Background: an optimization exercise with open tools, aiming at small area and a short achievable clock period. Do not read the settings as production practice. No run shown here included a check of the RTL's function; only the layout flow was run. Power is estimated from default activity; no workload was simulated.

==> flow/design.v <==
module mem_ecc_codec (
    input  wire        clk,
    input  wire        rst_n,
    input  wire        in_valid,
    input  wire [1:0]  in_op,
    input  wire [63:0] in_data,
    input  wire [7:0]  in_check,
    output reg         out_valid,
    output wire [63:0] out_data,
    output wire [7:0]  out_check,
    output wire [1:0]  out_status,
    output wire [7:0]  out_syndrome,
    output wire [6:0]  out_pos
);
    localparam [511:0] HCOL = {
        8'h57,8'h4F,8'h3E,8'h3D,8'h3B,8'h37,8'h2F,8'h1F,8'hE0,8'hD0,8'hC8,8'hC4,8'hC2,8'hC1,8'hB0,8'hA8,
        8'hA4,8'hA2,8'hA1,8'h98,8'h94,8'h92,8'h91,8'h8C,8'h8A,8'h89,8'h86,8'h85,8'h83,8'h70,8'h68,8'h64,
        8'h62,8'h61,8'h58,8'h54,8'h52,8'h51,8'h4C,8'h4A,8'h49,8'h46,8'h45,8'h43,8'h38,8'h34,8'h32,8'h31,
        8'h2C,8'h2A,8'h29,8'h26,8'h25,8'h23,8'h1C,8'h1A,8'h19,8'h16,8'h15,8'h13,8'h0E,8'h0D,8'h0B,8'h07};
    function [3:0] mul_a;
        input [3:0] x;
        input [3:0] n;
        reg   [3:0] p;
        integer     i;
        begin
            p = x;
            for (i = 0; i < 15; i = i + 1)
                if (i < n) p = {p[2:0], 1'b0} ^ (p[3] ? 4'h3 : 4'h0);
            mul_a = p;
        end
    endfunction
    function [2:0] lg3;
        input [3:0] x;
        begin
            lg3[0] = (x == 4'h1) | (x == 4'h8) | (x == 4'hA) | (x == 4'hC) | (x == 4'hF);
            lg3[1] = (x == 4'h2) | (x == 4'h3) | (x == 4'h7) | (x == 4'hB) | (x == 4'hD);
            lg3[2] = (x == 4'h4) | (x == 4'h5) | (x == 4'h6) | (x == 4'h9) | (x == 4'hE);
        end
    endfunction
    function [4:0] lg5;
        input [3:0] x;
        begin
            lg5[0] = (x == 4'h1) | (x == 4'h6) | (x == 4'h7);
            lg5[1] = (x == 4'h2) | (x == 4'hC) | (x == 4'hE);
            lg5[2] = (x == 4'h4) | (x == 4'hB) | (x == 4'hF);
            lg5[3] = (x == 4'h5) | (x == 4'h8) | (x == 4'hD);
            lg5[4] = (x == 4'h3) | (x == 4'h9) | (x == 4'hA);
        end
    endfunction
    wire       dec = in_op[0];
    wire [7:0] hd;
    wire [3:0] sd0, sd1;
    wire xg0 = in_data[22] ^ in_data[28];
    wire xg1 = in_data[7] ^ in_data[19];
    wire xg2 = in_data[25] ^ xg0;
    wire xg3 = in_data[10] ^ in_data[14];
    wire xg4 = in_data[3] ^ in_data[15];
    wire xg5 = in_data[56] ^ in_data[60];
    wire xg6 = in_data[4] ^ in_data[20];
    wire xg7 = in_data[13] ^ in_data[16];
    wire xg8 = in_data[5] ^ in_data[21];
    wire xg9 = in_data[59] ^ in_data[61];
    wire xg10 = in_data[6] ^ in_data[18];
    wire xg11 = in_data[62] ^ in_data[63];
    wire xg12 = in_data[23] ^ in_data[26];
    wire xg13 = in_data[8] ^ in_data[24];
    wire xg14 = in_data[27] ^ in_data[31];
    wire xg15 = in_data[57] ^ in_data[58];
    wire xg16 = in_data[11] ^ in_data[17];
    wire xg17 = in_data[0] ^ in_data[12];
    wire xg18 = in_data[9] ^ in_data[29];
    wire xg19 = in_data[2] ^ xg8;
    wire xg20 = in_data[30] ^ xg7;
    wire xg21 = in_data[1] ^ xg6;
    wire xg22 = in_data[29] ^ xg12;
    wire xg23 = xg11 ^ xg15;
    wire xg24 = in_data[47] ^ in_data[52];
    wire xg25 = in_data[35] ^ in_data[46];
    wire xg26 = in_data[40] ^ in_data[44];
    wire xg27 = in_data[41] ^ in_data[43];
    wire xg28 = in_data[33] ^ in_data[34];
    wire xg29 = in_data[50] ^ in_data[55];
    wire xg30 = in_data[42] ^ in_data[49];
    wire xg31 = in_data[36] ^ in_data[38];
    wire xg32 = in_data[51] ^ in_data[53];
    wire xg33 = in_data[39] ^ in_data[48];
    wire xg34 = in_data[21] ^ in_data[30];
    wire xg35 = in_data[15] ^ in_data[18];
    wire xg36 = in_data[16] ^ in_data[28];
    wire xg37 = in_data[1] ^ in_data[13];
    wire xg38 = in_data[0] ^ in_data[10];
    wire xg39 = in_data[12] ^ in_data[19];
    wire xg40 = xg26 ^ xg33;
    wire xg41 = in_data[14] ^ xg13;
    wire xg42 = in_data[37] ^ xg25;
    wire xg43 = xg16 ^ xg35;
    wire xg44 = xg1 ^ xg9;
    wire xg45 = in_data[11] ^ xg5;
    wire xg46 = in_data[25] ^ xg18;
    wire xg47 = xg29 ^ xg32;
    wire xg48 = in_data[26] ^ xg10;
    wire xg49 = in_data[24] ^ xg34;
    wire xg50 = in_data[32] ^ xg28;
    wire xg51 = in_data[23] ^ xg4;
    wire xg52 = xg3 ^ xg14;
    wire xg53 = in_data[54] ^ xg30;
    wire xg54 = in_data[9] ^ xg10;
    wire xg55 = xg13 ^ xg17;
    wire xg56 = in_data[45] ^ xg31;
    wire xg57 = xg2 ^ xg22;
    wire xg58 = xg20 ^ xg21;
    wire xg59 = xg2 ^ xg4;
    wire xg60 = xg23 ^ xg45;
    wire xg61 = xg27 ^ xg53;
    wire xg62 = xg5 ^ xg44;
    wire xg63 = xg37 ^ xg46;
    wire xg64 = in_data[31] ^ xg43;
    wire xg65 = xg54 ^ xg59;
    wire xg66 = xg19 ^ xg60;
    wire xg67 = in_data[7] ^ in_data[35];
    wire xg68 = in_data[41] ^ in_data[50];
    wire xg69 = in_data[59] ^ xg12;
    wire xg70 = xg38 ^ xg67;
    wire xg71 = xg68 ^ xg56;
    wire xg72 = xg69 ^ xg70;
    wire xg73 = xg58 ^ xg71;
    wire xg74 = xg72 ^ xg66;
    wire xg75 = xg73 ^ xg74;
    wire xg76 = in_data[3] ^ in_data[6];
    wire xg77 = in_data[17] ^ in_data[22];
    wire xg78 = in_data[39] ^ in_data[42];
    wire xg79 = in_data[51] ^ in_data[56];
    wire xg80 = xg9 ^ xg76;
    wire xg81 = xg77 ^ xg78;
    wire xg82 = xg79 ^ xg21;
    wire xg83 = xg23 ^ xg42;
    wire xg84 = xg52 ^ xg55;
    wire xg85 = xg80 ^ xg81;
    wire xg86 = xg82 ^ xg83;
    wire xg87 = xg84 ^ xg85;
    wire xg88 = xg86 ^ xg87;
    wire xg89 = in_data[32] ^ in_data[36];
    wire xg90 = in_data[37] ^ in_data[40];
    wire xg91 = in_data[43] ^ in_data[61];
    wire xg92 = xg17 ^ xg24;
    wire xg93 = xg89 ^ xg90;
    wire xg94 = xg91 ^ xg92;
    wire xg95 = xg93 ^ xg94;
    wire xg96 = xg65 ^ xg66;
    wire xg97 = xg95 ^ xg96;
    wire xg98 = in_data[2] ^ in_data[33];
    wire xg99 = in_data[38] ^ in_data[53];
    wire xg100 = in_data[57] ^ in_data[62];
    wire xg101 = xg98 ^ xg99;
    wire xg102 = xg100 ^ xg40;
    wire xg103 = xg41 ^ xg51;
    wire xg104 = xg101 ^ xg62;
    wire xg105 = xg63 ^ xg102;
    wire xg106 = xg103 ^ xg104;
    wire xg107 = xg105 ^ xg106;
    wire xg108 = in_data[4] ^ in_data[5];
    wire xg109 = in_data[8] ^ in_data[17];
    wire xg110 = in_data[27] ^ in_data[34];
    wire xg111 = in_data[44] ^ in_data[58];
    wire xg112 = in_data[63] ^ xg18;
    wire xg113 = xg36 ^ xg108;
    wire xg114 = xg109 ^ xg110;
    wire xg115 = xg111 ^ xg48;
    wire xg116 = xg112 ^ xg113;
    wire xg117 = xg114 ^ xg61;
    wire xg118 = xg62 ^ xg115;
    wire xg119 = xg116 ^ xg117;
    wire xg120 = xg118 ^ xg119;
    wire xg121 = in_data[45] ^ in_data[46];
    wire xg122 = in_data[47] ^ in_data[48];
    wire xg123 = in_data[49] ^ in_data[55];
    wire xg124 = in_data[60] ^ xg3;
    wire xg125 = xg9 ^ xg15;
    wire xg126 = xg39 ^ xg121;
    wire xg127 = xg122 ^ xg123;
    wire xg128 = xg20 ^ xg50;
    wire xg129 = xg124 ^ xg125;
    wire xg130 = xg126 ^ xg127;
    wire xg131 = xg64 ^ xg128;
    wire xg132 = xg129 ^ xg130;
    wire xg133 = xg131 ^ xg132;
    wire xg134 = in_data[20] ^ in_data[52];
    wire xg135 = in_data[54] ^ xg11;
    wire xg136 = xg14 ^ xg134;
    wire xg137 = xg47 ^ xg49;
    wire xg138 = xg50 ^ xg135;
    wire xg139 = xg136 ^ xg57;
    wire xg140 = xg137 ^ xg138;
    wire xg141 = xg139 ^ xg140;
    wire xg142 = xg24 ^ xg40;
    wire xg143 = xg42 ^ xg47;
    wire xg144 = xg56 ^ xg61;
    wire xg145 = xg142 ^ xg143;
    wire xg146 = xg144 ^ xg145;
    wire xg147 = xg6 ^ xg36;
    wire xg148 = xg55 ^ xg147;
    wire xg149 = in_data[17] ^ xg8;
    wire xg150 = xg149 ^ xg63;
    wire xg151 = in_data[2] ^ in_data[22];
    wire xg152 = in_data[30] ^ xg3;
    wire xg153 = xg151 ^ xg48;
    wire xg154 = xg152 ^ xg153;
    wire xg155 = in_data[11] ^ xg1;
    wire xg156 = xg14 ^ xg51;
    wire xg157 = xg155 ^ xg156;
    wire xg158 = in_data[31] ^ xg1;
    wire xg159 = xg7 ^ xg38;
    wire xg160 = xg158 ^ xg159;
    wire xg161 = xg57 ^ xg160;
    wire xg162 = xg1 ^ xg16;
    wire xg163 = xg2 ^ xg52;
    wire xg164 = xg162 ^ xg58;
    wire xg165 = xg163 ^ xg164;
    wire xg166 = in_data[20] ^ xg19;
    wire xg167 = xg22 ^ xg41;
    wire xg168 = xg64 ^ xg166;
    wire xg169 = xg167 ^ xg168;
    wire xg170 = in_data[27] ^ xg39;
    wire xg171 = xg49 ^ xg170;
    wire xg172 = xg171 ^ xg65;
    assign hd[0] = xg75;
    assign hd[1] = xg88;
    assign hd[2] = xg97;
    assign hd[3] = xg107;
    assign hd[4] = xg120;
    assign hd[5] = xg133;
    assign hd[6] = xg141;
    assign hd[7] = xg146;
    assign sd0[0] = xg148;
    assign sd0[1] = xg150;
    assign sd0[2] = xg154;
    assign sd0[3] = xg157;
    assign sd1[0] = xg161;
    assign sd1[1] = xg165;
    assign sd1[2] = xg169;
    assign sd1[3] = xg172;
    wire [7:0] hs = hd ^ in_check;
    wire [3:0] s0 = sd0 ^ in_check[3:0] ^ in_check[7:4];
    wire [3:0] s1 = sd1 ^ mul_a(in_check[3:0], 4'd8) ^ mul_a(in_check[7:4], 4'd9);
    wire [3:0] x9 = mul_a(sd1, 4'd3) ^ mul_a(sd0, 4'd11);
    wire [3:0] x8 = sd0 ^ x9;
    wire [2:0] a0 = lg3(s0), a1 = lg3(s1);
    wire [4:0] b0 = lg5(s0), b1 = lg5(s1);
    reg        op1_q, dec_q, hdec_q, rdec_q;
    reg [63:0] d_q;
    reg [7:0]  c_q;
    reg [7:0]  t_q;
    always @(posedge clk) begin
        if (!rst_n) out_valid <= 1'b0;
        else        out_valid <= in_valid;
        op1_q  <= in_op[1];
        dec_q  <= in_op[0];
        hdec_q <= in_op[1] & in_op[0];
        rdec_q <= ~in_op[1] & in_op[0];
        d_q    <= in_op[1] ? in_data : {in_data[63:48], b1, b0, a1, a0, in_data[31:0]};
        c_q    <= (in_op[1] | dec) ? in_check : {x9, x8};
        t_q    <= in_op[1] ? hs : {s1, s0};
    end
    reg [15:0] lo, hi;
    integer    v;
    always @* begin
        for (v = 0; v < 16; v = v + 1) begin
            lo[v] = (t_q[3:0] == v[3:0]);
            hi[v] = (t_q[7:4] == v[3:0]) & hdec_q;
        end
    end
    wire [63:0] hm;
    genvar g;
    generate for (g = 0; g < 64; g = g + 1) begin : g_hm
        assign hm[g] = lo[HCOL[8*g +: 4]] & hi[HCOL[8*g+4 +: 4]];
    end endgenerate
    wire [7:0] hcf = {hi[8] & lo[0], hi[4] & lo[0], hi[2] & lo[0], hi[1] & lo[0],
                      lo[8] & hi[0], lo[4] & hi[0], lo[2] & hi[0], lo[1] & hi[0]};
    reg [6:0] hps;
    integer   k, i;
    always @* begin
        hps = 7'd0;
        for (k = 0; k < 64; k = k + 1) if (hm[k]) hps = hps | k[6:0];
        for (i = 0; i < 8; i = i + 1) if (hcf[i]) hps = hps | (7'd64 + i[6:0]);
    end
    function [4:0] wcls;   
        input [3:0] x;
        reg   [2:0] w;
        begin
            w    = x[0] + x[1] + x[2] + x[3];
            wcls = 5'b00001 << w;
        end
    endfunction
    wire [4:0] wl = wcls(t_q[3:0]);
    wire [4:0] wh = wcls(t_q[7:4]);
    wire hit = hdec_q & ((wl[0] & (wh[1] | wh[3])) | (wl[1] & (wh[0] | wh[2])) |
                         (wl[2] & wh[1]) | (wl[3] & wh[0]) | (|hm[63:56]));
    wire [1:0] hst = {hdec_q & (t_q != 8'h00) & ~hit, hit};
    wire [2:0] a0q = d_q[34:32], a1q = d_q[37:35];
    wire [4:0] b0q = d_q[42:38], b1q = d_q[47:43];
    reg  [2:0] jm3q;
    reg  [4:0] jm5q;
    integer    r, q;
    always @* begin
        for (r = 0; r < 3; r = r + 1) begin
            jm3q[r] = 1'b0;
            for (q = 0; q < 3; q = q + 1) jm3q[r] = jm3q[r] | (a0q[q] & a1q[(q + r) % 3]);
        end
        for (r = 0; r < 5; r = r + 1) begin
            jm5q[r] = 1'b0;
            for (q = 0; q < 5; q = q + 1) jm5q[r] = jm5q[r] | (b0q[q] & b1q[(q + r) % 5]);
        end
    end
    reg  [9:0] re;
    integer    j;
    always @* begin
        for (j = 0; j < 10; j = j + 1) re[j] = jm3q[j % 3] & jm5q[j % 5];
    end
    wire [3:0] s0g = t_q[3:0] & {4{rdec_q}};
    reg [31:0] rfl;
    always @* begin
        for (k = 0; k < 8; k = k + 1) rfl[4*k +: 4] = s0g & {4{re[k]}};
    end
    wire [7:0] rcf = {s0g & {4{re[9]}}, s0g & {4{re[8]}}};
    wire       rhit = |re;
    wire [3:0] rps  = {re[8] | re[9], re[4] | re[5] | re[6] | re[7],
                       re[2] | re[3] | re[6] | re[7], re[1] | re[3] | re[5] | re[7] | re[9]};
    wire [1:0] rst  = {rdec_q & (t_q != 8'h00) & ~rhit, rdec_q & rhit};
    wire senc = op1_q & ~dec_q;
    assign out_data[31:0]  = d_q[31:0] ^ (hm[31:0] | rfl);
    assign out_data[63:32] = (d_q[63:32] ^ hm[63:32]) & {32{op1_q}};
    assign out_check       = c_q ^ (senc ? t_q : (hcf | rcf));
    wire   anyhit          = hst[0] | rst[0];
    assign out_status      = {dec_q & (t_q != 8'h00) & ~anyhit, anyhit};
    assign out_syndrome    = t_q & {8{dec_q}};
    assign out_pos         = hps | {3'b000, rps & {4{rdec_q}}};
endmodule
==> flow/flow/run.sh <==
#!/bin/bash
# Own flow: the standard synthesis, then the combinational logic replaced
# by the gate-level netlist of flow/netgen.py (same registers: names and cell
# type), checked equivalent to the standard synthesis by yosys; then the
# standard layout, with plain buffers on the ports instead of the delay cells
# buffer_ports picks by default. If the generated netlist fails a check, the
# standard synthesis's netlist is laid out instead.
set -euo pipefail
HERE=$(pwd)
R=$HERE/orfs/results/$FLOW_PLATFORM/mem_ecc_codec/base
LIB=$FLOW_HOME/platforms/$FLOW_PLATFORM/lib/sky130_fd_sc_hd__tt_025C_1v80.lib
bash standard.sh synth > make_synth.log 2>&1
cp $R/1_2_yosys.v $HERE/synth_standard.v
USE=synth_standard.v
if LIB=$LIB python3 flow/netgen.py $HERE/net_gen.v > netgen.log 2>&1; then
  yosys -p "read_liberty -lib $LIB; read_verilog net_gen.v; hierarchy -top $FLOW_TOP; opt_clean -purge; write_verilog -noattr -noexpr net_norm.v" > yosys_norm.log 2>&1
  yosys -p "read_liberty -ignore_miss_func $LIB; read_verilog synth_standard.v; rename $FLOW_TOP gold; read_verilog net_norm.v; rename $FLOW_TOP gate; flatten gold gate; opt_clean; equiv_make gold gate equiv; hierarchy -top equiv; equiv_simple; equiv_status -assert" > yosys_equiv.log 2>&1 \
    && python3 - <<'PY' > regcheck.log 2>&1 && USE=net_norm.v
import re, sys
def regs(p):
    return sorted(re.findall(r'(sky130_fd_sc_hd__df\w+)\s+(\\\S+)', open(p).read()))
a, b = regs('synth_standard.v'), regs('net_norm.v')
print(len(a), len(b))
sys.exit(0 if a == b and a else 1)
PY
fi
echo "laying out $USE" > netlist_choice.log
cp $HERE/$USE $R/1_2_yosys.v
rm -f $R/1_synth.odb $R/1_synth.sdc
bash standard.sh BUFFER_PORTS_ARGS="-buffer_cell sky130_fd_sc_hd__buf_1" finish > make_finish.log 2>&1
==> flow/flow/netgen.py <==
#!/usr/bin/env python3
"""Generate the gate-level netlist of mem_ecc_codec (sky130hd cells) that the
version's own flow lays out in place of the standard synthesis's netlist.

The netlist implements the same register set (names and cell type) and the
same equations as rtl/mem_ecc_codec.v.  Regular parts (XOR trees, nibble
predecode, match lines, corrections, muxes) are built here gate by gate;
irregular small functions are mapped with yosys/abc (area script).

usage: netgen.py OUT.v      (verifies by simulation against a Python model)
"""
import os, re, sys, random, subprocess, tempfile, itertools
sys.path.insert(0, os.path.dirname(os.path.abspath(__file__)))
from paar import rows, paar, mula, HC

LIB = os.environ.get('LIB', '/OpenROAD-flow-scripts/flow/platforms/sky130hd/lib/sky130_fd_sc_hd__tt_025C_1v80.lib')
P = 'sky130_fd_sc_hd__'

# ---------------------------------------------------------------- liberty
def read_lib(path):
    funcs = {}
    cur = None; pin = None; direction = None
    for line in open(path):
        m = re.match(r'\s*cell \("?(\w+)"?\)', line)
        if m:
            cur = m.group(1); funcs[cur] = {}; continue
        m = re.match(r'\s*pin \("?(\w+)"?\)', line)
        if m:
            pin = m.group(1); continue
        m = re.match(r'\s*function : "([^"]*)"', line)
        if m and cur and pin:
            funcs[cur][pin] = m.group(1)
    return funcs
LIBF = read_lib(LIB)

def pyfunc(expr):
    e = expr.replace('!', '~')
    e = re.sub(r'~\s*(\w+)', r'(M^\1)', e)
    e = re.sub(r'~\s*\(', r'M^(', e)
    names = sorted(set(re.findall(r'[A-Za-z_]\w*', e)) - {'M'})
    code = 'lambda M,' + ','.join(names) + ': ' + e
    return names, eval(code)

# ---------------------------------------------------------------- netlist
class Net:
    def __init__(self):
        self.cells = []          # (type, instname, {pin: net})
        self.k = 0
        self.outs = {}           # output pin name per type
    def new(self):
        self.k += 1
        return f'_n{self.k}_'
    def g(self, typ, **pins):
        t = P + typ
        fo = LIBF[t]
        outp = [p for p in fo if p not in ('VPWR', 'VGND', 'VPB', 'VNB') and p not in pins]
        outp = [p for p in outp if p in ('X', 'Y', 'Q', 'SUM', 'COUT', 'Q_N')]
        assert len(outp) == 1, (typ, outp)
        o = self.new()
        self.k += 1
        self.cells.append((t, f'_c{self.k}_', dict(pins, **{outp[0]: o})))
        return o
    def inst(self, t, name, pins):
        self.cells.append((t, name, pins))

N = Net()
def XOR(a, b): return N.g('xor2_1', A=a, B=b)
def XNOR(a, b): return N.g('xnor2_1', A=a, B=b)
def INV(a): return N.g('inv_1', A=a)
def NAND2(a, b): return N.g('nand2_1', A=a, B=b)
def NOR2(a, b): return N.g('nor2_1', A=a, B=b)
def NOR3(a, b, c): return N.g('nor3_1', A=a, B=b, C=c)
def AND2(a, b): return N.g('and2_1', A=a, B=b)
def MUX2(a0, a1, s): return N.g('mux2_1', A0=a0, A1=a1, S=s)
def MUX2I(a0, a1, s): return N.g('mux2i_1', A0=a0, A1=a1, S=s)
def A21OI(a1, a2, b1): return N.g('a21oi_1', A1=a1, A2=a2, B1=b1)
def NOR2B(a, bn): return N.g('nor2b_1', A=a, B_N=bn)

# ---------------------------------------------------------------- abc blocks
ABC_SCRIPT = ('strash; dch -f; balance; rewrite; refactor; balance; rewrite; rewrite -z; balance; '
              'refactor -z; rewrite -z; balance; dch -f; balance; rewrite; refactor; balance; rewrite; '
              'rewrite -z; balance; refactor -z; rewrite -z; balance; dch -f; amap; mfs2; strash; dch -f; map -a; topo')
DONT_USE = ['probe_p_8', 'probec_p_8', 'lpflow_*', 'mux4_*', 'fa_*', 'ha_*', 'maj3_*', 'xor3_*', 'xnor3_*',
            'dlygate*', 'dlymetal*', 'clkdly*', 'buf_*', 'clkbuf_*', 'bufbuf*', 'bufinv*', 'clkinvlp*',
            'einv*', 'ebuf*', 'dl*', 'df*', 'sdf*', 'sed*', 'edf*', 'conb*', 'tap*', 'decap*', 'fill*', 'diode*',
            'macro*', 'o2111*', 'a2111*']

ABC_FAST = os.environ.get('ABC_FAST', 'strash; dch -f; map; topo')
def abc_block(name, src, ins, outs, script=None):
    if script is None:
        script = ABC_FAST if name in os.environ.get('FAST_BLOCKS', 'lines,rsloc,hhit,hpos').split(',') else ABC_SCRIPT
    """Map module `name` (Verilog src; scalar ports) with abc; ins/outs map port -> net."""
    d = tempfile.mkdtemp()
    vin = os.path.join(d, 'in.v'); vout = os.path.join(d, 'out.v'); sc = os.path.join(d, 'abc.script')
    open(vin, 'w').write(src); open(sc, 'w').write(script)
    du = ' '.join(f'-dont_use {P}{c}' for c in DONT_USE)
    cmd = (f'read_verilog {vin}; synth -flatten -top {name}; abc -liberty {LIB} {du} -script {sc}; '
           f'opt_clean -purge; write_verilog -noattr {vout}')
    r = subprocess.run(['yosys', '-q', '-p', cmd], capture_output=True, text=True)
    if r.returncode:
        print(r.stdout, r.stderr); raise SystemExit('yosys failed for ' + name)
    txt = open(vout).read()
    local = {}
    def net(x):
        x = x.strip()
        if x in ins: return ins[x]
        if x in outs: return outs[x]
        if x in ("1'h0", "1'b0"): raise SystemExit('constant in ' + name)
        if x not in local: local[x] = N.new()
        return local[x]
    for a, b in re.findall(r'assign\s+(\S+)\s*=\s*(\S+)\s*;', txt):
        # a = b : an output driven straight by an input or another net
        raise SystemExit(f'assign in block {name}: {a} = {b}')
    for typ, inst, body in re.findall(r'(sky130_fd_sc_hd__\w+)\s+(\S+)\s*\((.*?)\);', txt, re.S):
        pins = {p: net(n) for p, n in re.findall(r'\.(\w+)\(([^)]*)\)', body)}
        N.k += 1
        N.cells.append((typ, f'_c{N.k}_', pins))

# ---------------------------------------------------------------- ports
D = [f'in_data[{k}]' for k in range(64)]
C = [f'in_check[{i}]' for i in range(8)]
OP = ['in_op[0]', 'in_op[1]']

def emit_tree(R, innets, tries=60):
    best = None
    for s in range(tries):
        g, o, d = paar(R, len(innets), 20, s)
        key = (len(g), max(d[x] for x in o))
        if best is None or key < best[0]:
            best = (key, g, o)
    _, g, o = best
    nets = list(innets)
    for a, b in g:
        nets.append(XOR(nets[a], nets[b]))
    return [nets[x] for x in o]

SC = int(os.environ.get('SC', '2'))   # the RS tree computes S1' = alpha^-SC * S1 (fewer terms)

def build():
    R = rows()
    Rd = [set(x for x in r if x < 64) for r in R]
    for b in range(4):
        s = set()
        for j in range(8):
            for bb in range(4):
                if mula(1 << bb, (j - SC) % 15) >> b & 1: s.add(4 * j + bb)
        Rd[12 + b] = s
    out16 = emit_tree(Rd, D)
    hd, sd0, sd1 = out16[0:8], out16[8:12], out16[12:16]
    # check parts
    hs_n = [XNOR(hd[i], C[i]) for i in range(8)]
    cc0 = [XOR(C[b], C[4 + b]) for b in range(4)]
    s0_n = [XNOR(sd0[b], cc0[b]) for b in range(4)]
    rc1 = []
    for b in range(4):
        s = set()
        for bb in range(4):
            if mula(1 << bb, (8 - SC) % 15) >> b & 1: s.add(bb)
            if mula(1 << bb, (9 - SC) % 15) >> b & 1: s.add(4 + bb)
        rc1.append(s)
    cc1 = emit_tree(rc1, C)
    s1p_n = [XNOR(sd1[b], cc1[b]) for b in range(4)]      # ~S1'
    s1_n = []                                              # ~S1 = ~(alpha^SC * S1')
    for b in range(4):
        terms = [bb for bb in range(4) if mula(1 << bb, SC) >> b & 1]
        assert 1 <= len(terms) <= 2
        s1_n.append(s1p_n[terms[0]] if len(terms) == 1 else XNOR(s1p_n[terms[0]], s1p_n[terms[1]]))
    # RS encode x9 = a^3 sd1 + a^11 sd0, x8 = sd0 + x9
    rx = []
    for b in range(4):
        s = set()
        for bb in range(4):
            if mula(1 << bb, 11) >> b & 1: s.add(bb)
            if mula(1 << bb, (3 + SC) % 15) >> b & 1: s.add(4 + bb)
        rx.append(s)
    for b in range(4):
        s = set(rx[b]) ^ {b}
        rx.append(s)
    x98 = emit_tree(rx[0:4] + rx[4:8], sd0 + sd1)
    x9, x8 = x98[0:4], x98[4:8]
    # flags and muxes
    op0, op1 = OP
    sel_c = N.g('or2_1', A=op0, B=op1)
    cD = [MUX2(x8[i] if i < 4 else x9[i - 4], C[i], sel_c) for i in range(8)]
    tD = [MUX2I(s0_n[i] if i < 4 else s1_n[i - 4], hs_n[i], op1) for i in range(8)]
    # residue lines with the slot mux folded in: slot = op1 ? d : line, where a
    # line is an OR of 3 or 5 minterms of a syndrome nibble (pairs predecoded)
    LG = {}
    x = 1
    for i in range(15): LG[x] = i; x = mula(x, 1)
    op1_n = INV(op1)
    def nib_lines(sn, scale):
        # sn: inverted nibble bits; value used is alpha^scale * nibble
        sp = [INV(z) for z in sn]
        lit = lambda b, v: sp[b] if v else sn[b]      # true when bit b == v
        nlit = lambda b, v: sn[b] if v else sp[b]
        plo = [NOR2(nlit(0, w & 1), nlit(1, w >> 1)) for w in range(4)]
        phi = [NOR3(nlit(2, w & 1), nlit(3, w >> 1), op1) for w in range(4)]   # gated by ~op1
        def minterms(vals):
            return [(plo[v & 3], phi[v >> 2]) for v in vals]
        res3, res5 = [], []
        for mod, res in ((3, res3), (5, res5)):
            for r in range(mod):
                vals = [v for v in range(1, 16) if LG[mula(v, scale)] % mod == r]
                res.append(minterms(vals))
        return res3, res5
    def slot(ms, dbit):
        z = NAND2(op1, dbit)
        parts = []
        for i in range(0, len(ms), 3):
            g = ms[i:i + 3]
            if len(g) == 3:
                parts.append(N.g('a222oi_1', A1=g[0][0], A2=g[0][1], B1=g[1][0], B2=g[1][1], C1=g[2][0], C2=g[2][1]))
            elif len(g) == 2:
                parts.append(N.g('a22oi_1', A1=g[0][0], A2=g[0][1], B1=g[1][0], B2=g[1][1]))
            else:
                parts.append(NAND2(g[0][0], g[0][1]))
        parts.append(z)
        return N.g(f'nand{len(parts)}_1', **dict(zip('ABCD', parts)))
    a0m, b0m = nib_lines(s0_n, 0)
    a1m, b1m = nib_lines(s1p_n, SC)
    lm = a0m + a1m + b0m + b1m
    slotD = [slot(lm[i], D[32 + i]) for i in range(16)]
    upD = D[48:64]
    dD = D[0:32] + slotD + upD
    # registers
    Q = {}
    def reg(name, idx, d):
        nm = f'{name}[{idx}]' if idx is not None else name
        qn = '\\' + nm + ' '
        kind = '$_SDFF_PN0_' if name == 'out_valid' else '$_DFF_P_'
        N.inst(P + 'dfxtp_1', '\\' + nm + kind + ' ', {'CLK': 'clk', 'D': d, 'Q': qn if name != 'out_valid' else 'out_valid'})
        return qn if name != 'out_valid' else 'out_valid'
    dq = [reg('d_q', k, dD[k]) for k in range(64)]
    cq = [reg('c_q', i, cD[i]) for i in range(8)]
    tq = [reg('t_q', i, tD[i]) for i in range(8)]
    op1q = reg('op1_q', None, op1)
    decq = reg('dec_q', None, op0)
    hdecq = reg('hdec_q', None, AND2(op0, op1))
    rdecq = reg('rdec_q', None, NOR2B(op1, op0))
    reg('out_valid', None, AND2('rst_n', 'in_valid'))

    # ---------------- output side
    tn = [INV(tq[i]) for i in range(8)]
    lit = lambda b, v: tq[b] if v else tn[b]          # literal true when t[b] == v
    nlit = lambda b, v: tn[b] if v else tq[b]         # its complement
    pl = [NOR2(nlit(0, w & 1), nlit(1, w >> 1 & 1)) for w in range(4)]   # t[1:0] == w
    ph = [NOR2(nlit(2, w & 1), nlit(3, w >> 1 & 1)) for w in range(4)]   # t[3:2] == w
    lo_n = [NAND2(pl[v & 3], ph[v >> 2]) for v in range(16)]
    hdec_n = INV(hdecq)
    p54 = [NOR2(nlit(4, w & 1), nlit(5, w >> 1 & 1)) for w in range(4)]
    p76 = [NOR3(hdec_n, nlit(6, w & 1), nlit(7, w >> 1 & 1)) for w in range(4)]
    hi_n = [NAND2(p54[u & 3], p76[u >> 2]) for u in range(16)]
    hm = [NOR2(lo_n[HC[k] & 15], hi_n[HC[k] >> 4]) for k in range(64)]
    hcf = [NOR2(lo_n[1 << i], hi_n[0]) for i in range(4)] + [NOR2(lo_n[0], hi_n[1 << i]) for i in range(4)]
    # RS locator: jm3 / jm5 = one-hot of j mod 3 / j mod 5 (from the residue
    # lines in d_q[47:32]); e[j] = rdec & jm3[j % 3] & jm5[j % 5]
    a0 = dq[32:35]; a1 = dq[35:38]; b0 = dq[38:43]; b1 = dq[43:48]
    jm3_n = [N.g('a222oi_1', A1=a0[0], A2=a1[r % 3], B1=a0[1], B2=a1[(1 + r) % 3], C1=a0[2], C2=a1[(2 + r) % 3])
             for r in range(3)]
    jm5_n = []
    for r in range(5):
        x = N.g('a222oi_1', A1=b0[0], A2=b1[r % 5], B1=b0[1], B2=b1[(1 + r) % 5], C1=b0[2], C2=b1[(2 + r) % 5])
        y = N.g('a22oi_1', A1=b0[3], A2=b1[(3 + r) % 5], B1=b0[4], B2=b1[(4 + r) % 5])
        jm5_n.append(AND2(x, y))
    rdec_n = INV(rdecq)
    e = [NOR3(jm3_n[j % 3], jm5_n[j % 5], rdec_n) for j in range(10)]
    s0g = tq[0:4]
    # OR trees: positive inputs -> (positive, negative) output
    def split(xs, k):
        g = -(-len(xs) // k)
        q, r = divmod(len(xs), g)
        out, i = [], 0
        for j in range(g):
            m = q + (1 if j < r else 0)
            out.append(xs[i:i + m]); i += m
        return out
    def or_tree(xs, pos=True):
        xs = list(xs)
        neg = False            # polarity of the current list (True: each is the NOR of its group)
        while len(xs) > 1 or neg != (not pos):
            if len(xs) == 1:
                xs = [INV(xs[0])]; neg = not neg; continue
            if not neg:
                groups = split(xs, 3 if len(xs) > 4 else len(xs))
                xs = [g[0] if len(g) == 1 else N.g(f'nor{len(g)}_1', **dict(zip('ABCD', g))) for g in groups]
                # a group of one was not inverted: invert it to keep polarity uniform
                xs = [INV(x) if len(g) == 1 else x for x, g in zip(xs, groups)]
                neg = True
            else:
                groups = split(xs, 4)
                xs = [INV(g[0]) if len(g) == 1 else N.g(f'nand{len(g)}_1', **dict(zip('ABCD', g))) for g in groups]
                neg = False
        return xs[0]
    # status: st0 = any correction, st1 = decode & syndrome != 0 & no correction
    allhit = hm + hcf + e
    nz = NAND2(N.g('nor4_1', A=tq[0], B=tq[1], C=tq[2], D=tq[3]), N.g('nor4_1', A=tq[4], B=tq[5], C=tq[6], D=tq[7]))
    # NOR/NAND levels down to two negative partials, then st0 = NAND, st1 = AND4
    xs = [N.g(f'nor{len(g)}_1', **dict(zip('ABCD', g))) for g in split(allhit, 4)]      # negative
    xs = [N.g(f'nand{len(g)}_1', **dict(zip('ABCD', g))) for g in split(xs, 4)]          # positive
    xs = [N.g(f'nor{len(g)}_1', **dict(zip('ABCD', g))) for g in split(xs, 3)]          # negative
    assert len(xs) == 2, len(xs)
    st0 = NAND2(xs[0], xs[1])
    st1 = N.g('and4_1', A=xs[0], B=xs[1], C=nz, D=decq)
    # position: OR of the match lines of the positions with the bit set
    pos = []
    for b in range(7):
        t = [hm[k] for k in range(64) if k >> b & 1]
        t += [hcf[i] for i in range(8) if (64 + i) >> b & 1]
        t += [e[j] for j in range(10) if j >> b & 1]
        pos.append(or_tree(t, pos=True))
    # data outputs
    op1n = INV(op1q)
    out = {}
    for k in range(64):
        if k < 32:
            f_n = A21OI(s0g[k % 4], e[k // 4], hm[k])
            out[f'out_data[{k}]'] = XNOR(dq[k], f_n)
        else:
            out[f'out_data[{k}]'] = NOR2(XNOR(dq[k], hm[k]), op1n)
    senc = NOR2B(decq, op1q)
    for i in range(8):
        f_n = A21OI(s0g[i % 4], e[8 + i // 4], hcf[i])
        m = MUX2I(f_n, tn[i], senc)        # senc ? t : f
        out[f'out_check[{i}]'] = XOR(cq[i], m)
    out['out_status[0]'] = st0
    out['out_status[1]'] = st1
    dec_n = INV(decq)
    for i in range(8):
        out[f'out_syndrome[{i}]'] = NOR2(tn[i], dec_n)
    for b in range(7):
        out[f'out_pos[{b}]'] = pos[b]
    return out

# ---------------------------------------------------------------- simulation
def simulate(out, inputs, M):
    """Bit-parallel simulation. inputs: net -> int. Returns net values."""
    val = dict(inputs)
    cells = list(N.cells)
    funcs = {}
    pending = cells
    # registers are cut: their Q must be in inputs
    for it in range(1000):
        nxt = []
        for typ, inst, pins in pending:
            if typ.endswith('dfxtp_1'):
                continue
            fo = LIBF[typ]
            outp = [p for p in pins if p in fo]
            ins_ = [p for p in pins if p not in fo]
            if not all(pins[p] in val for p in ins_):
                nxt.append((typ, inst, pins)); continue
            for op_ in outp:
                key = (typ, op_)
                if key not in funcs: funcs[key] = pyfunc(fo[op_])
                names, f = funcs[key]
                val[pins[op_]] = f(M, *[val[pins[n]] for n in names]) & M
        if not nxt: break
        if len(nxt) == len(pending): raise SystemExit('combinational loop or undriven net: %s' % (nxt[0],))
        pending = nxt
    return val

def model(op, Dv, Cv, regs=None):
    pass

def verify(out, nvec=4000):
    rnd = random.Random(1)
    M = (1 << nvec) - 1
    # --- input side: random op/data/check; compare register D pins with a reference
    def rb(): return rnd.getrandbits(nvec)
    inputs = {n: rb() for n in D + C + OP + ['in_valid', 'rst_n']}
    for typ, inst, pins in N.cells:
        if typ.endswith('dfxtp_1'): inputs[pins['Q']] = 0
    val = simulate(out, inputs, M)
    regD = {inst: pins['D'] for typ, inst, pins in N.cells if typ.endswith('dfxtp_1')}
    def bit(x, i): return (x >> i) & 1
    errs = 0
    LG = {}
    e = 1
    for i in range(15): LG[e] = i; e = mula(e, 1)
    for v in range(nvec):
        d = sum(bit(inputs[D[k]], v) << k for k in range(64))
        c = sum(bit(inputs[C[i]], v) << i for i in range(8))
        op = bit(inputs[OP[0]], v) | bit(inputs[OP[1]], v) << 1
        hd = 0
        for k in range(64):
            if d >> k & 1: hd ^= HC[k]
        A = B = 0
        for j in range(8):
            x = d >> 4 * j & 15; A ^= x; B ^= mula(x, j)
        hs = hd ^ c
        s0 = A ^ (c & 15) ^ (c >> 4)
        s1 = B ^ mula(c & 15, 8) ^ mula(c >> 4, 9)
        x9 = mula(B, 3) ^ mula(A, 11); x8 = A ^ x9
        def lg3(x): return 0 if x == 0 else 1 << (LG[x] % 3)
        def lg5(x): return 0 if x == 0 else 1 << (LG[x] % 5)
        lines = lg3(s0) | lg3(s1) << 3 | lg5(s0) << 6 | lg5(s1) << 11
        op1 = op >> 1; op0 = op & 1
        exp = {}
        dq = d if op1 else (d & 0xFFFF0000FFFFFFFF) | lines << 32
        for k in range(64): exp[f'\\d_q[{k}]$_DFF_P_ '] = dq >> k & 1
        cqv = c if (op1 or op0) else (x9 << 4 | x8)
        for i in range(8): exp[f'\\c_q[{i}]$_DFF_P_ '] = cqv >> i & 1
        tqv = hs if op1 else (s1 << 4 | s0)
        for i in range(8): exp[f'\\t_q[{i}]$_DFF_P_ '] = tqv >> i & 1
        exp['\\op1_q$_DFF_P_ '] = op1; exp['\\dec_q$_DFF_P_ '] = op0
        exp['\\hdec_q$_DFF_P_ '] = op1 & op0; exp['\\rdec_q$_DFF_P_ '] = (1 - op1) & op0
        exp['\\out_valid$_SDFF_PN0_ '] = bit(inputs['rst_n'], v) & bit(inputs['in_valid'], v)
        for inst, n in regD.items():
            if bit(val[n], v) != exp[inst]:
                errs += 1
                if errs < 5: print('input side mismatch', inst, v)
    print('input side errors', errs)
    # --- output side: random register values (consistent flags), compare outputs
    qnets = {inst: pins['Q'] for typ, inst, pins in N.cells if typ.endswith('dfxtp_1')}
    inputs = {}
    opv = [rnd.randrange(4) for _ in range(nvec)]
    tv = [rnd.randrange(256) if rnd.random() < 0.5 else (HC[rnd.randrange(64)] ^ (0 if rnd.random() < 0.7 else 1 << rnd.randrange(8))) for _ in range(nvec)]
    # for RS ops make t/lines consistent with a syndrome
    dv = [rnd.getrandbits(64) for _ in range(nvec)]
    cv = [rnd.getrandbits(8) for _ in range(nvec)]
    for v in range(nvec):
        if not (opv[v] >> 1):
            s0 = tv[v] & 15; s1 = tv[v] >> 4
            def lg3(x): return 0 if x == 0 else 1 << (LG[x] % 3)
            def lg5(x): return 0 if x == 0 else 1 << (LG[x] % 5)
            lines = lg3(s0) | lg3(s1) << 3 | lg5(s0) << 6 | lg5(s1) << 11
            dv[v] = (dv[v] & 0xFFFF0000FFFFFFFF) | lines << 32
    def pack(f):
        x = 0
        for v in range(nvec):
            if f(v): x |= 1 << v
        return x
    for inst, qn in qnets.items():
        m = re.match(r'\\(\w+)(?:\[(\d+)\])?\$', inst)
        nm, idx = m.group(1), m.group(2)
        idx = int(idx) if idx else None
        if nm == 'd_q': inputs[qn] = pack(lambda v: dv[v] >> idx & 1)
        elif nm == 'c_q': inputs[qn] = pack(lambda v: cv[v] >> idx & 1)
        elif nm == 't_q': inputs[qn] = pack(lambda v: tv[v] >> idx & 1)
        elif nm == 'op1_q': inputs[qn] = pack(lambda v: opv[v] >> 1)
        elif nm == 'dec_q': inputs[qn] = pack(lambda v: opv[v] & 1)
        elif nm == 'hdec_q': inputs[qn] = pack(lambda v: opv[v] == 3)
        elif nm == 'rdec_q': inputs[qn] = pack(lambda v: opv[v] == 1)
        elif nm == 'out_valid': inputs[qn] = pack(lambda v: 1)
    for n in D + C + OP + ['in_valid', 'rst_n']: inputs[n] = 0
    val = simulate(out, inputs, M)
    for o_, n_ in out.items(): val[o_] = val[n_]
    errs = 0
    for v in range(nvec):
        op = opv[v]; t = tv[v]; d = dv[v]; c = cv[v]
        exp_data = d; exp_chk = c; st = 0; pos = 0; syn = 0
        if op == 0:
            exp_data = d & 0xFFFFFFFF; exp_chk = c
        elif op == 1:
            exp_data = d & 0xFFFFFFFF; syn = t
            s0 = t & 15; s1 = t >> 4
            if t == 0: st = 0
            elif s0 and s1:
                j = (LG[s1] - LG[s0]) % 15
                if j <= 9:
                    st = 1; pos = j
                    if j < 8: exp_data ^= s0 << 4 * j
                    else: exp_chk ^= s0 << 4 * (j - 8)
                else: st = 2
            else: st = 2
        elif op == 2:
            exp_chk = c ^ t
        else:
            syn = t
            if t == 0: st = 0
            else:
                st = 2
                for k in range(64):
                    if HC[k] == t: exp_data ^= 1 << k; st = 1; pos = k
                for i in range(8):
                    if t == 1 << i: exp_chk ^= t; st = 1; pos = 64 + i
        got_d = sum(bit(val[f'out_data[{k}]'], v) << k for k in range(64))
        got_c = sum(bit(val[f'out_check[{i}]'], v) << i for i in range(8))
        got_s = sum(bit(val[f'out_status[{i}]'], v) << i for i in range(2))
        got_y = sum(bit(val[f'out_syndrome[{i}]'], v) << i for i in range(8))
        got_p = sum(bit(val[f'out_pos[{i}]'], v) << i for i in range(7))
        if (got_d, got_c, got_s, got_y, got_p) != (exp_data, exp_chk, st, syn, pos):
            errs += 1
            if errs < 5: print('output mismatch op', op, hex(t), (hex(got_d), got_c, got_s, got_y, got_p), (hex(exp_data), exp_chk, st, syn, pos))
    print('output side errors', errs)
    return errs

def write(out, path):
    L = ['// Generated by gen/netgen.py: gate-level netlist of mem_ecc_codec (sky130hd).',
         'module mem_ecc_codec(clk, rst_n, in_valid, in_op, in_data, in_check, out_valid, out_data, out_check, out_status, out_syndrome, out_pos);',
         '  input clk; input rst_n; input in_valid; input [1:0] in_op; input [63:0] in_data; input [7:0] in_check;',
         '  output out_valid; output [63:0] out_data; output [7:0] out_check; output [1:0] out_status; output [7:0] out_syndrome; output [6:0] out_pos;']
    nets = set()
    for typ, inst, pins in N.cells:
        for p, n in pins.items():
            if not re.match(r'(in_|out_|clk|rst_n)', n): nets.add(n)
    # map output port nets: outputs are named nets; add assigns
    for n in sorted(nets): L.append(f'  wire {n};')
    for typ, inst, pins in N.cells:
        L.append(f'  {typ} {inst} (' + ', '.join(f'.{p}({n})' for p, n in pins.items()) + ');')
    for o, n in out.items():
        L.append(f'  assign {o} = {n};')
    L.append('endmodule')
    open(path, 'w').write('\n'.join(L) + '\n')

if __name__ == '__main__':
    out = build()
    area = 0.0
    cnt = {}
    for typ, inst, pins in N.cells:
        cnt[typ] = cnt.get(typ, 0) + 1
    import collections
    A = {}
    cur = None
    for line in open(LIB):
        m = re.match(r'\s*cell \("?(\w+)"?\)', line)
        if m: cur = m.group(1)
        m = re.match(r'\s*area\s*:\s*([0-9.]+)', line)
        if m and cur: A[cur] = float(m.group(1)); cur = None
    tot = sum(A[t] * n for t, n in cnt.items())
    print('cells', sum(cnt.values()), 'area', round(tot, 1))
    for t, n in sorted(cnt.items(), key=lambda x: -A[x[0]] * x[1])[:15]:
        print(f'  {t[len(P):]:12s} {n:4d} {A[t]*n:8.1f}')
    # unit-delay levels: inputs -> register D, register Q -> outputs
    drv = {}
    for typ, inst, pins in N.cells:
        if typ.endswith('dfxtp_1'): continue
        fo = LIBF[typ]
        for pn, n in pins.items():
            if pn in fo: drv[n] = (typ, pins)
    memo = {}
    def lev(n):
        if n in memo: return memo[n]
        if n not in drv: memo[n] = 0; return 0
        typ, pins = drv[n]
        fo = LIBF[typ]
        memo[n] = 1 + max(lev(x) for pn, x in pins.items() if pn not in fo)
        return memo[n]
    regd = [(inst, pins['D']) for typ, inst, pins in N.cells if typ.endswith('dfxtp_1')]
    worst = sorted(((lev(d), inst) for inst, d in regd), reverse=True)[:6]
    print('input side levels', worst)
    print('output side levels', sorted(((lev(n), o) for o, n in out.items()), reverse=True)[:8])
    errs = verify(out)
    write(out, sys.argv[1])
    sys.exit(1 if errs else 0)
==> flow/flow/paar.py <==
import random, itertools, sys, heapq
HC=[v for v in range(256) if bin(v).count('1')==3][:56]+[v for v in range(256) if bin(v).count('1')==5][:8]
def mula(x,n):
    for _ in range(n):
        x=((x<<1)&15)^(3 if x&8 else 0)
    return x
def rows():
    # inputs: d0..d63 (idx 0..63), cm0..cm7 (64..71)
    R=[]
    for i in range(8):
        R.append(set([k for k in range(64) if HC[k]>>i&1]+[64+i]))
    # s0 bit b
    for b in range(4):
        R.append(set([4*j+b for j in range(8)]+[64+b,68+b]))
    for b in range(4):
        s=set()
        for j in range(8):
            for bb in range(4):
                if mula(1<<bb,j)>>b&1: s.add(4*j+bb)
        for bb in range(4):
            if mula(1<<bb,8)>>b&1: s.add(64+bb)
            if mula(1<<bb,9)>>b&1: s.add(68+bb)
        R.append(s)
    return R
def paar(R, nin, maxd, seed):
    rnd=random.Random(seed)
    R=[set(r) for r in R]
    depth=[0]*nin
    gates=[]
    while True:
        cnt={}
        for r in R:
            l=sorted(r)
            for a,b in itertools.combinations(l,2):
                if max(depth[a],depth[b])+1<=maxd:
                    cnt[(a,b)]=cnt.get((a,b),0)+1
        if not cnt: break
        m=max(cnt.values())
        if m<2: break
        cands=[p for p,c in cnt.items() if c==m]
        # prefer shallow
        md=min(max(depth[a],depth[b]) for a,b in cands)
        cands=[p for p in cands if max(depth[p[0]],depth[p[1]])==md]
        a,b=rnd.choice(cands)
        n=len(depth); depth.append(max(depth[a],depth[b])+1); gates.append((a,b))
        for r in R:
            if a in r and b in r:
                r.discard(a); r.discard(b); r.add(n)
    # final trees
    outs=[]
    for r in R:
        h=[(depth[x],x) for x in r]; heapq.heapify(h)
        while len(h)>1:
            d1,a=heapq.heappop(h); d2,b=heapq.heappop(h)
            n=len(depth); depth.append(max(d1,d2)+1); gates.append((a,b)); heapq.heappush(h,(depth[n],n))
        outs.append(h[0][1])
    return gates, outs, depth
if __name__=='__main__':
    R=rows()
    for maxd in [4,5,6,7,20]:
        best=None
        for s in range(int(sys.argv[1]) if len(sys.argv)>1 else 20):
            g,o,d=paar(R,72,maxd,s)
            key=(len(g),max(d[x] for x in o))
            if best is None or key<best: best=key
        print(maxd,best)
    R8=rows()[:8]
    print('hsiao only', min(len(paar(R8,72,20,s)[0]) for s in range(10)))
    R8=rows()[8:]
    print('rs only', min(len(paar(R8,72,20,s)[0]) for s in range(10)))
==> flow/standard.sh <==
#!/bin/bash
# synth_recipe.tcl (not shown) runs the flow's synth.tcl, then flattens the netlist and writes it again
# the make line also repeats each setting of config.mk as NAME=value (left out here)
make -C /OpenROAD-flow-scripts/flow DESIGN_CONFIG=/design/flow/config.mk WORK_HOME=/design/flow/orfs CLKGATE_MAP_FILE= SYNTH_SCRIPT=/design/flow/synth_recipe.tcl "${@:-finish}"
==> flow/config.mk <==
export PLATFORM = sky130hd
export DESIGN_NAME = mem_ecc_codec
export DESIGN_NICKNAME = mem_ecc_codec
export VERILOG_FILES = /design/flow/design.v
export SDC_FILE = /design/flow/constraint.sdc
export NUM_CORES = 4
export LEC_CHECK = 0
export CAP_MARGIN = 20
export CORE_MARGIN = 2
export CORE_UTILIZATION = 40
export SETUP_SLACK_MARGIN = 3.5
export SLEW_MARGIN = 20
==> flow/constraint.sdc <==
create_clock -name core_clock -period 8.0 [get_ports {clk}]
set_input_delay 1.6000 -clock core_clock [delete_from_list [all_inputs] [get_ports {clk}]]
set_output_delay 1.6000 -clock core_clock [all_outputs]
set_load 0.01 [all_outputs]
==> results of run 1 <==
-- path summary, 6_finish.rpt --
| kind | slack [ns] | from | end |
|---|---|---|---|
| setup / recovery | 3.55 | t_q[2] | out_status[1] |
| hold / removal | 1.41 | in_data[4] | d_q[4] |
-- cell type report --
cell class	instances	area, um^2	area share, %
repair buffers	167	631	7.90
flip-flops and latches	85	1710	21.4
clock buffers	9	225	2.82
clock inverters	7	55.1	0.690
multi-input cells	758	4990	62.5
well taps	220	275	3.45
inverters	26	97.6	1.22
-- sequential cells by signal (all words and copies together), names as in the netlist --
register   count
d_q           64
c_q            8
t_q            8
dec_q          1
hdec_q         1
op1_q          1
out_valid      1
rdec_q         1
-- through the flow --
step	instance area (um^2)	hold WS, ns	setup WS, ns
after floorplan	6780	1.63	4.03
after global placement	7680	1.78	3.40
after detailed placement	7680	1.79	3.36
after CTS	7970	1.41	3.51
after global routing	7980	1.42	3.45
final	7980	1.41	3.55
-- what timing repair did --
action	4_1_cts	5_1_grt
gates cloned	0	0
setup endpoints to repair	1	16
hold endpoints to repair	0	0
resized for setup	2	6
pin swaps	0	0
-- layer usage --
layer / up-vias / wire length [um] / track usage (%)
li1: 3345 / - / -
met1: 3246 / 11500 / 39.1
met2: 349 / 12800 / 49.7
met3: 41 / 1940 / 4.69
met4: 0 / 557 / 7.89
met5: - / 0 / 0
-- power by group through the flow --
stage | Sequential, uW | Clock [uW] | Combinational (uW)
finish | 672 | 412 | 1440
global placement | 669 | 0 | 1410
floorplan | 619 | 0 | 1020
CTS | 660 | 411 | 1420
global route | 680 | 431 | 1570
detailed placement | 669 | 0 | 1420
==> impl_metrics.json, run 1 <==
{
  "first_pass_iters": 13,
  "antenna_found_initial": 0,
  "slowest_stage": "dfxtp_2",
  "die_area_um2": 18000,
  "powerDensity_nw_per_um2": 316,
  "routed_wl_mm": 26.8,
  "worstSetupEndpointType": "output pin",
  "layout.cells.non_filler": 1272,
  "path_depth": 9,
  "cts_tree": "done",
  "clk_pin_slew_ns": 0.07,
  "final_common_cell": "xor2_1",
  "io_pins": 167,
  "hp-class": "in2reg",
  "dp_cells": 1256,
  "final_cell_mix": "xor2_1 (209), buf_1 (166), nor2_1 (140)",
  "tns_ns": 0,
  "p_seq_share_pct": 26.6,
  "worstPathCellList": "inv_1, nor2_1, nand2_1, nor2_1, nor4_1, nand3_1, nor3_1, and4_1, buf_1",
  "dp_hpwl_mm": 22.2,
  "grt_usage_pct": 29.4,
  "clockBufferDepth": 2,
  "slew_headroom_pct": 34.2,
  "clock-sinks": 85,
  "nets": 1124,
  "combPwrFrac_pct": 57.1,
  "rsz0062_at_grt": "yes",
  "post_cts_buffers": 0,
  "cts_buffers": 9,
  "fp-row-count": 47,
  "outcome": "timing/DRC/antenna clean",
  "power_switching_uw": 1260,
  "fmax_mhz": 225,
  "finalSetupViolCount": 0,
  "syn_area_um2": 6780,
  "fill_cells": 1790,
  "post-route-min-period_ns": 4.45,
  "core_area_um2": 16600,
  "min_period_over_period_pct": 55.6,
  "cts_max_level": 3,
  "netlist_instances": 869,
  "critPathMaxFanout": 14,
  "drv_slew": 0,
  "crit_type": "reg2out",
  "clockRootBuffer": "clkbuf_16",
  "viasPerCell": 5.49,
  "vias": 6981,
  "drc": 0,
  "route.detailed.wl_per_inst_um": 21.1,
  "port_buffers": 166,
  "hold_buffers": 0,
  "start_util_pct": 40.9,
  "fin_util_pct": 48.1,
  "cp_common_cell": "nor2_1",
  "p_int_uw": 1270,
  "grt_pass1_wl_mm": 39.6,
  "holdPathStages": 1,
  "syn_nets": 946,
  "die_width_um": 134,
  "grt_start_max_net_pins": 37,
  "worstPathBufferInverterCount": 2,
  "ant_nets": 0,
  "die_y_um": 134,
  "place_congestion": 0.986,
  "n_antenna_cell": 0,
  "cpPeakStageDelay_ns": 0.41,
  "syn_to_final_growth_pct": 17.8,
  "yosysWarnings": 1,
  "drive_above_1_share_pct": 2.38,
  "synth_area_per_cell_um2": 7.80,
  "crit_family": "simple AND/OR/NAND/NOR gates",
  "worst_pin_slew_ns": 0.979,
  "drv_cap": 0,
  "cp.arrival_ns": 2.85,
  "first_iter_violations": 819,
  "switching_share_pct": 49.8,
  "power.leakage_uw": 0.00309,
  "clkPwrFrac_pct": 16.3,
  "cp-start-kind": "flip-flop",
  "ir_worst_vdd_uv": 168,
  "p_total_uw": 2530,
  "gr-total-overflow": 0,
  "grt_pass1_vias": 6516,
  "finalHoldViolCount": 0,
  "cp.required_ns": 6.40
}
==> run 2, diff against run 1 <==
--- a/flow/config.mk
+++ b/flow/config.mk
@@ -8,5 +8,5 @@
 export CAP_MARGIN = 20
 export CORE_MARGIN = 2
 export CORE_UTILIZATION = 40
-export SETUP_SLACK_MARGIN = 3.5
+export SETUP_SLACK_MARGIN = 3.9
 export SLEW_MARGIN = 20
==> run 2 against run 1 <==
Net effect:
- highest routed layer unchanged
- largest cell class unchanged
- critical path depth is 1 higher
- maximum frequency is 6.4% higher
- combinational power is 17% higher
- synthesized area stayed put
- final cell count is 1.0% higher
- first-iteration DRC count is 10% higher
- count of clock-buffer cells in the layout stayed put
- clock power hardly changed
- global-route usage is 0.37 points higher
==> impl_metrics.json, run 2 <==
{
  "outcome": "timing/DRC/antenna clean",
  "start_util_pct": 40.9,
  "powerDensity_nw_per_um2": 318,
  "wl_met1_mm": 11.4,
  "syn_area_um2": 6780,
  "crit_type": "reg2out",
  "dp_hpwl_mm": 22.2,
  "switching_share_pct": 50.8,
  "core_area_um2": 16600,
  "grt_pass1_wl_mm": 40.0,
  "grt_start_max_net_pins": 37,
  "worstPathBufferInverterCount": 3,
  "combPwrFrac_pct": 60.6,
  "place_congestion": 0.986,
  "final_cell_mix": "xor2_1 (197), buf_1 (166), dfxtp_1 (80)",
  "worst_pin_slew_ns": 0.964,
  "gr-total-overflow": 0,
  "nets": 1137,
  "vias": 7133,
  "worstSetupEndpointType": "output pin",
  "cp.required_ns": 6.40,
  "wl_met3_mm": 1.97,
  "grt_usage_pct": 29.8,
  "min_period_over_period_pct": 52.3,
  "fmax_mhz": 239,
  "slowest_stage": "dfxtp_1",
  "die_area_um2": 18000,
  "drv_cap": 0,
  "netlist_instances": 869,
  "seq_area_um2": 1720,
  "cts_buffers": 9,
  "syn_to_final_growth_pct": 29.4,
  "rsz0062_at_grt": "yes",
  "fill_cells": 1720,
  "port_buffers": 166,
  "cts_max_level": 3,
  "crit_family": "simple AND/OR/NAND/NOR gates",
  "largest_register_ff_count": 64,
  "hold_buffers": 0,
  "post-route-min-period_ns": 4.18,
  "top_register": "d_q",
  "cp-start-kind": "flip-flop",
  "syn_nets": 946,
  "route.detailed.wl_per_inst_um": 21.3,
  "fin_util_pct": 52.9,
  "yosysWarnings": 1,
  "final_common_cell": "xor2_1",
  "hold-worst-slack_ns": 1.42,
  "viasPerCell": 5.55,
  "io_pins": 167,
  "drive_above_1_share_pct": 16.1,
  "wl_met2_mm": 13.3,
  "clockBufferDepth": 2,
  "clock-sinks": 85,
  "clk_pin_slew_ns": 0.07,
  "layout.cells.non_filler": 1285,
  "multiInputGateArea_um2": 5670,
  "slew_headroom_pct": 35.7,
  "critPathMaxFanout": 8,
  "power_switching_uw": 1420,
  "p_seq_share_pct": 24.8,
  "antenna_found_initial": 0,
  "top_regs": "d_q (64), c_q (8), t_q (8)",
  "fp-row-count": 47,
  "first_pass_iters": 9,
  "ir_worst_vdd_uv": 188,
  "power.leakage_uw": 0.00330,
  "worstPathCellList": "inv_1, nor2_2, nand2_2, buf_4, nor2_2, nor4_1, nand3_1, nor3_2, and4_1, buf_1",
  "cts_tree": "done",
  "p_int_uw": 1370,
  "cpPeakStageDelay_ns": 0.37,
  "tns_ns": 0,
  "first_iter_violations": 901,
  "finalHoldViolCount": 0,
  "die_width_um": 134,
  "clkPwrFrac_pct": 14.7,
  "drc": 0,
  "hp-class": "in2reg",
  "cp.arrival_ns": 2.58,
  "cp_common_cell": "nor2_2",
  "highest_layer": "met4",
  "die_y_um": 134,
  "synth_area_per_cell_um2": 7.80,
  "drv_slew": 0,
  "routed_wl_mm": 27.4,
  "n_antenna_cell": 0,
  "clockRootBuffer": "clkbuf_16",
  "ant_nets": 0,
  "dp_cells": 1256,
  "grt_pass1_vias": 6647,
  "finalSetupViolCount": 0
}
[run 2: path summary, 6_finish.rpt]
| path | start | to | slack (ns) | cells after the start |
|---|---|---|---|---|
| setup / recovery | t_q[5] | out_status[1] | 3.82 | 10 |
| hold / removal | in_data[4] | d_q[4] | 1.42 | 1 |
[run 2: repair_timing]
item	in CTS	in global routing
resized for setup	45	135
pin swaps	2	8
buffers inserted	1	12
endpoints found under the setup margin	54	64
[run 2: layout make-up]
cell class	count	share of cell area, %
tap	220	3.14
multi-input combinational	758	64.7
clock inverter	7	0.628
sequential	85	19.6
timing repair buffer	180	8.30
clock buffer	9	2.57
inverter	26	1.11
[run 2: layer usage]
layer  vias to the layer above  global-route usage [%]
li1                       3371                       -
met1                      3343                    39.4
met2                       360                    49.6
met3                        59                    5.25
met4                         0                    9.30
met5                         -                       0
[run 2: metrics by stage]
stage / area [um^2] / worst slack [ns] / total power [uW]
after floorplan: 6780 / 4.03 / 1640
after global placement: 7680 / 3.40 / 2080
after detailed placement: 7680 / 3.36 / 2090
after CTS: 8130 / 3.80 / 2550
after global routing: 8770 / 3.73 / 2950
final: 8770 / 3.82 / 2790
[run 2: power by group through the flow]
stage / Sequential [uW] / Clock [uW] / Combinational [uW]
final: 690 / 409 / 1690
after global routing: 699 / 432 / 1820
after CTS: 663 / 411 / 1480
after detailed placement: 669 / 0 / 1420
after global placement: 669 / 0 / 1410
after floorplan: 619 / 0 / 1020

[static timing again, ports no longer ideal]
The flow's constraints put no driver on any port. The routed layouts listed below were extracted and timed again, unchanged, in two steps.
Step 1, drivers: a clkbuf_16 drives clk and a buf_2 each remaining input, both assumed.
Step 2 adds t to the input delays and takes it off the output delays; t is the mean of the earliest and latest rising clock arrival at the registers after step 1. Input paths then give back, and output paths get back, about the clock's delay inside the block.
Slacks: ideal ports / drivers / drivers and shift; pairs: ideal ports / drivers.
| run | t (ns) | setup WS [ns] | hold WS [ns] | worst register clock-pin slew, ns | worst slew at a driven data input, ns |
|---|---|---|---|---|---|
| run 1 | 0.402 | 3.549 / 3.501 / 3.418 | 1.414 / 1.387 / 1.789 | 0.07 / 0.07 | 0.04 |
| run 2 | 0.401 | 3.817 / 3.769 / 3.640 | 1.416 / 1.388 / 1.789 | 0.07 / 0.07 | 0.04 |
After both steps every run listed still meets setup and hold. For run 2, which loses most, drivers alone change the setup slack by -0.048 ns; drivers and shift together by -0.177 ns.
